This is an optimization exercise on Yosys and OpenROAD, whose aim is small area, a short achievable clock period and few clock cycles, not a production implementation. No activity file was given, so power comes from the tool's default toggle rates.

yarrow:
==> flow/design.v <==
module pq_engine (
    input  wire         clk,
    input  wire         rst,
    input  wire         cmd_valid,
    output wire         cmd_ready,
    input  wire [4:0]   cmd_k,
    input  wire [4:0]   cmd_x,
    input  wire [4:0]   cmd_y,
    input  wire         cmd_two,
    input  wire         in_valid,
    output wire         in_ready,
    input  wire [127:0] in_data,
    output wire         out_valid,
    input  wire         out_ready,
    output wire [127:0] out_data,
    output wire [4:0]   out_pos
);
    localparam LANES = 16;
    localparam [1:0] S_IDLE = 2'd0,
                     S_LOAD = 2'd1,
                     S_OUT1 = 2'd2,
                     S_OUT2 = 2'd3;
    function [7:0] gf_mul2;
        input [7:0] a;
        begin
            gf_mul2 = {a[6:0], 1'b0} ^ (a[7] ? 8'h1D : 8'h00);
        end
    endfunction
    function [7:0] gf_mul;
        input [7:0] a;
        input [7:0] b;
        integer i;
        reg [7:0] p;
        reg [7:0] t;
        begin
            p = 8'h00;
            t = a;
            for (i = 0; i < 8; i = i + 1) begin
                if (b[i])
                    p = p ^ t;
                t = gf_mul2(t);
            end
            gf_mul = p;
        end
    endfunction
    localparam [255:0] T_GPOW = 256'hc06030180c06038fc9ea75b45a2d984c261387cde8743a1d8040201008040201;
    localparam [255:0] T_GINV = 256'h122448903d7af4f5f7f3fbebcb8b0b162c58b07dfae9cf831b366cd8ad478e01;
    localparam [255:0] T_ZINV = 256'h595789deaaba8e02d2b4e9f26326dc678ac0e48574fba9a0545fed729da7f400;
    reg         cb_v;          
    reg         cb_p;          
    reg         cmd_rdy;
    reg [4:0]   cb_k, cb_x, cb_y;
    reg         cb_two;
    assign cmd_ready = cmd_rdy;
    wire cmd_fire = cmd_valid & cmd_rdy;
    wire [4:0] cb_k1   = cb_k + 5'd1;
    wire       cx_data = (cb_x < cb_k);
    wire [4:0] cb_d    = cb_y - cb_x;
    wire       cb_m0   = (cb_x == 5'd0);
    wire       cb_m1   = cb_two & (cb_y == 5'd1);
    wire       cb_qm   = (cb_x == cb_k1) | (cb_two & (cb_y == cb_k1));
    wire       cb_pm   = (cb_x == cb_k) | (cb_two & (cb_y == cb_k));
    wire       cb_dd   = cx_data & cb_two & (cb_y < cb_k);
    wire       cb_dp   = cx_data & cb_two & (cb_y == cb_k);
    wire       cb_dq   = cx_data & cb_two & (cb_y == cb_k1);
    wire       cb_qa   = (cb_x == cb_k1);
    wire [7:0] cb_gx   = T_GPOW[8*cb_x +: 8];
    wire [7:0] cb_gix  = T_GINV[8*cb_x +: 8];
    wire [7:0] cb_z    = T_ZINV[8*cb_d +: 8];
    reg  [7:0] p_c;
    always @(posedge clk)
        p_c <= cb_dd ? gf_mul(cb_z, cb_gix) : (cb_dp ? cb_gix : 8'h01);
    wire [7:0] l_c   = p_c;
    wire [7:0] l_e   = cb_dq ? cb_gx :
                       cb_dd ? cb_z :
                       (cb_dp | cb_qa) ? 8'h01 : 8'h00;
    wire [7:0] l_c1  = gf_mul2(l_c);
    wire [4:0] l_p0  = cb_m0 ? (cb_m1 ? 5'd2 : 5'd1) : 5'd0;
    wire [7:0] l_cw0 = cb_m0 ? (cb_m1 ? gf_mul2(l_c1) : l_c1) : l_c;
    wire [4:0] l_lp  = cb_qm ? (cb_pm ? cb_k - 5'd1 : cb_k) : cb_k1;
    reg [1:0]   state;
    reg         in_rdy;
    reg [4:0]   k_r, x_r, y_r, lp_r;  
    reg         two_r;
    reg         sh_r;          
    reg         sx;            
    reg [4:0]   pos;           
    reg [7:0]   c_r, e_r;
    reg [7:0]   cw;            
    reg         isp_r, isq_r;  
    reg         last_r;        
    reg         first;         
    reg [127:0] acc_a, acc_x;
    assign in_ready  = in_rdy;
    assign out_valid = state[1];
    assign out_data  = acc_a;
    assign out_pos   = x_r;
    wire consume  = in_valid & in_rdy;
    wire out_fire = state[1] & out_ready;
    wire shift    = out_ready & sh_r;
    wire res_done = out_fire & ((state == S_OUT2) | ~two_r);
    wire load_row = cb_p & ((state == S_IDLE) | res_done);
    reg [1:0] state_n;
    always @(*) begin
        state_n = state;
        case (state)
            S_IDLE: if (cb_p) state_n = S_LOAD;
            S_LOAD: if (consume && last_r) state_n = S_OUT1;
            S_OUT1: if (out_ready) state_n = two_r ? S_OUT2 : (cb_p ? S_LOAD : S_IDLE);
            S_OUT2: if (out_ready) state_n = cb_p ? S_LOAD : S_IDLE;
        endcase
    end
    wire cb_v_n = cmd_fire | (cb_v & ~load_row);
    function is_missing;
        input [4:0] p;
        input [4:0] x;
        input [4:0] y;
        input       two;
        begin
            is_missing = (p == x) || (two && (p == y));
        end
    endfunction
    wire [4:0] pos1 = pos + 5'd1;
    wire [4:0] pos2 = pos + 5'd2;
    wire       m1   = is_missing(pos1, x_r, y_r, two_r);
    wire       m2   = is_missing(pos2, x_r, y_r, two_r);
    wire [4:0] pn   = m1 ? (m2 ? pos + 5'd3 : pos2) : pos1;
    wire [7:0] cw1  = gf_mul2(cw);
    wire [7:0] cw2  = gf_mul2(cw1);
    wire [7:0] cwn  = m1 ? (m2 ? gf_mul2(cw2) : cw2) : cw1;
    wire [7:0] w = isq_r ? c_r : (isp_r ? e_r : (cw ^ e_r));
    wire [7:0] wm [0:7];
    assign wm[0] = w;
    genvar gb, gl;
    generate
        for (gb = 1; gb < 8; gb = gb + 1) begin : g_wm
            assign wm[gb] = gf_mul2(wm[gb-1]);
        end
    endgenerate
    wire [127:0] prod;
    generate
        for (gl = 0; gl < LANES; gl = gl + 1) begin : g_lane
            wire [7:0] d = in_data[8*gl +: 8];
            genvar gj;
            for (gj = 0; gj < 8; gj = gj + 1) begin : g_bit
                wire t0, t1, t2, t3, u0, u1;
                pq_and_xor2 i_t0 (.a0(d[0]), .b0(wm[0][gj]), .a1(d[1]), .b1(wm[1][gj]), .y(t0));
                pq_and_xor2 i_t1 (.a0(d[2]), .b0(wm[2][gj]), .a1(d[3]), .b1(wm[3][gj]), .y(t1));
                pq_and_xor2 i_t2 (.a0(d[4]), .b0(wm[4][gj]), .a1(d[5]), .b1(wm[5][gj]), .y(t2));
                pq_and_xor2 i_t3 (.a0(d[6]), .b0(wm[6][gj]), .a1(d[7]), .b1(wm[7][gj]), .y(t3));
                pq_xor2 i_u0 (.a(t0), .b(t1), .y(u0));
                pq_xor2 i_u1 (.a(t2), .b(t3), .y(u1));
                pq_xor2 i_p  (.a(u0), .b(u1), .y(prod[8*gl + gj]));
            end
        end
    endgenerate
    wire         add_a = consume & ~isq_r;
    wire         selx  = consume & last_r & sx;
    wire [127:0] a_f   = (acc_a & {128{~first}}) ^ (in_data & {128{add_a}});
    wire [127:0] x_f   = (acc_x & {128{~first}}) ^ prod;
    always @(posedge clk) begin
        acc_a <= shift ? acc_x : (a_f ^ (x_f & {128{selx}}));
        if (consume)
            acc_x <= x_f;
        if (cmd_fire) begin
            cb_k   <= cmd_k;
            cb_x   <= cmd_x;
            cb_y   <= cmd_y;
            cb_two <= cmd_two;
        end
        if (load_row) begin
            k_r    <= cb_k;
            x_r    <= cb_x;
            y_r    <= cb_y;
            two_r  <= cb_two;
            lp_r   <= l_lp;
            sx     <= cb_qa | cb_dp | cb_dd;
            c_r    <= l_c;
            e_r    <= l_e;
            pos    <= l_p0;
            cw     <= l_cw0;
            isp_r  <= (l_p0 == cb_k);
            isq_r  <= 1'b0;
            last_r <= (l_p0 == l_lp);
        end else begin
            if (consume) begin
                pos    <= pn;
                cw     <= cwn;
                isp_r  <= (pn == k_r);
                isq_r  <= (pn == k_r + 5'd1);
                last_r <= (pn == lp_r);
            end
            if (shift)
                x_r <= y_r;
        end
        if (rst) begin
            state   <= S_IDLE;
            sh_r    <= 1'b0;
            cb_v    <= 1'b0;
            cb_p    <= 1'b0;
            cmd_rdy <= 1'b0;
            in_rdy  <= 1'b0;
            first   <= 1'b0;
        end else begin
            state   <= state_n;
            sh_r    <= (state_n == S_OUT1) & two_r;
            cb_v    <= cb_v_n;
            cb_p    <= cb_v & ~load_row;
            cmd_rdy <= ~cb_v_n;
            in_rdy  <= (state_n == S_LOAD);
            if (load_row)
                first <= 1'b1;
            else if (consume)
                first <= 1'b0;
        end
    end
endmodule
module pq_and_xor2 (
    input  wire a0,
    input  wire b0,
    input  wire a1,
    input  wire b1,
    output wire y
);
    assign y = (a0 & b0) ^ (a1 & b1);
endmodule
module pq_xor2 (
    input  wire a,
    input  wire b,
    output wire y
);
    assign y = a ^ b;
endmodule
Settings: LEC_CHECK=0, CAP_MARGIN=20, CORE_MARGIN=2, CORE_UTILIZATION=70, CTS_CLUSTER_DIAMETER=100, CTS_CLUSTER_SIZE=20, SLEW_MARGIN=20, SYNTH_HIERARCHICAL=1; clock period 19.0 ns.
standard.sh (not shown) runs the stock make flow with config.mk's settings and CLKGATE_MAP_FILE= SYNTH_SCRIPT=/design/flow/synth_recipe.tcl, a recipe that flattens the netlist after the stock synthesis.
==> flow/flow/run.sh <==
#!/bin/bash
# Standard ORFS layout in two calls: synthesis and floorplan with no timing
# repair margin, then placement to the end with timing repair aimed below the
# clock period. Each call's output goes to its own log.
set -euo pipefail
bash standard.sh synth floorplan SETUP_SLACK_MARGIN=0 > orfs_synth_floorplan.log 2>&1
bash standard.sh finish SETUP_SLACK_MARGIN=14.0 "BUFFER_PORTS_ARGS=-buffer_cell sky130_fd_sc_hd__buf_2"  > orfs_place_route.log 2>&1
Changes in maple relative to yarrow:
--- a/flow/design.v
+++ b/flow/design.v
@@ -154,14 +154,15 @@
             end
         end
     endgenerate
     wire         add_a = consume & ~isq_r;
     wire         selx  = consume & last_r & sx;
-    wire [127:0] a_f   = (acc_a & {128{~first}}) ^ (in_data & {128{add_a}});
+    wire         keep  = ~first & ~shift;
+    wire [127:0] a_m   = (acc_x & {128{shift}}) | (acc_a & {128{keep}});
     wire [127:0] x_f   = (acc_x & {128{~first}}) ^ prod;
     always @(posedge clk) begin
-        acc_a <= shift ? acc_x : (a_f ^ (x_f & {128{selx}}));
+        acc_a <= a_m ^ (in_data & {128{add_a}}) ^ (x_f & {128{selx}});
         if (consume)
             acc_x <= x_f;
         if (cmd_fire) begin
             cb_k   <= cmd_k;
             cb_x   <= cmd_x;
## What came out
Comparing yarrow and maple, the lower final HPWL from detailed placement is on yarrow. There was hardly any difference in total sequential power between maple and yarrow. Wire length of the first global-routing pass: maple worse than yarrow. The lower critical path data required time of yarrow and maple is in maple. yarrow leaves less setup margin than maple. Summary of the comparison: post-synthesis xor/xnor area fraction is higher in maple, relative to yarrow. Relative to yarrow, part of the cycle the worst path needs has decreased by 0.51 points in maple. Delta (maple minus yarrow): synthesized cell count decreased by 113 relative to the old numbers; total power draw decreased by about 5% relative to the old numbers; sequential cell area in the final layout closely matched the old numbers; number of clock buffers in the layout increased by about 6.5% relative to the old numbers; cell area after placement decreased by about 0.9% relative to the old numbers.
No run of this note included a check of the RTL's function; only the layout flow was run.

## re-timing with driven ports
How much do the figures lean on ideal ports? The routed layouts below were timed once more, with nothing changed but the port constraints. Step 1 sets driving cells, clkbuf_16 on the clock port and buf_2 on the other inputs (assumed; they add their load-dependent delay and slew). Step 2 also shifts input and output timing later by t, the mid clock arrival at the registers, as if the neighbouring blocks saw the same clock. Slacks: no drivers / after step 1 / after step 2; pairs: no drivers / after step 1.
| run | shift t [ns] | setup slack, ns | hold slack, ns | worst data-port slew with drivers (ns) |
|---|---|---|---|---|
| yarrow | 0.625 | 13.890 / 13.862 / 13.238 | 0.437 / 0.437 / 0.437 | 0.13 |
| maple | 0.614 | 13.987 / 13.926 / 13.434 | 0.443 / 0.443 / 0.443 | 0.11 |
After both steps setup and hold are still met in every run listed. The setup slack of yarrow, which loses most, moves by -0.028 ns with the drivers and by -0.652 ns with both steps.
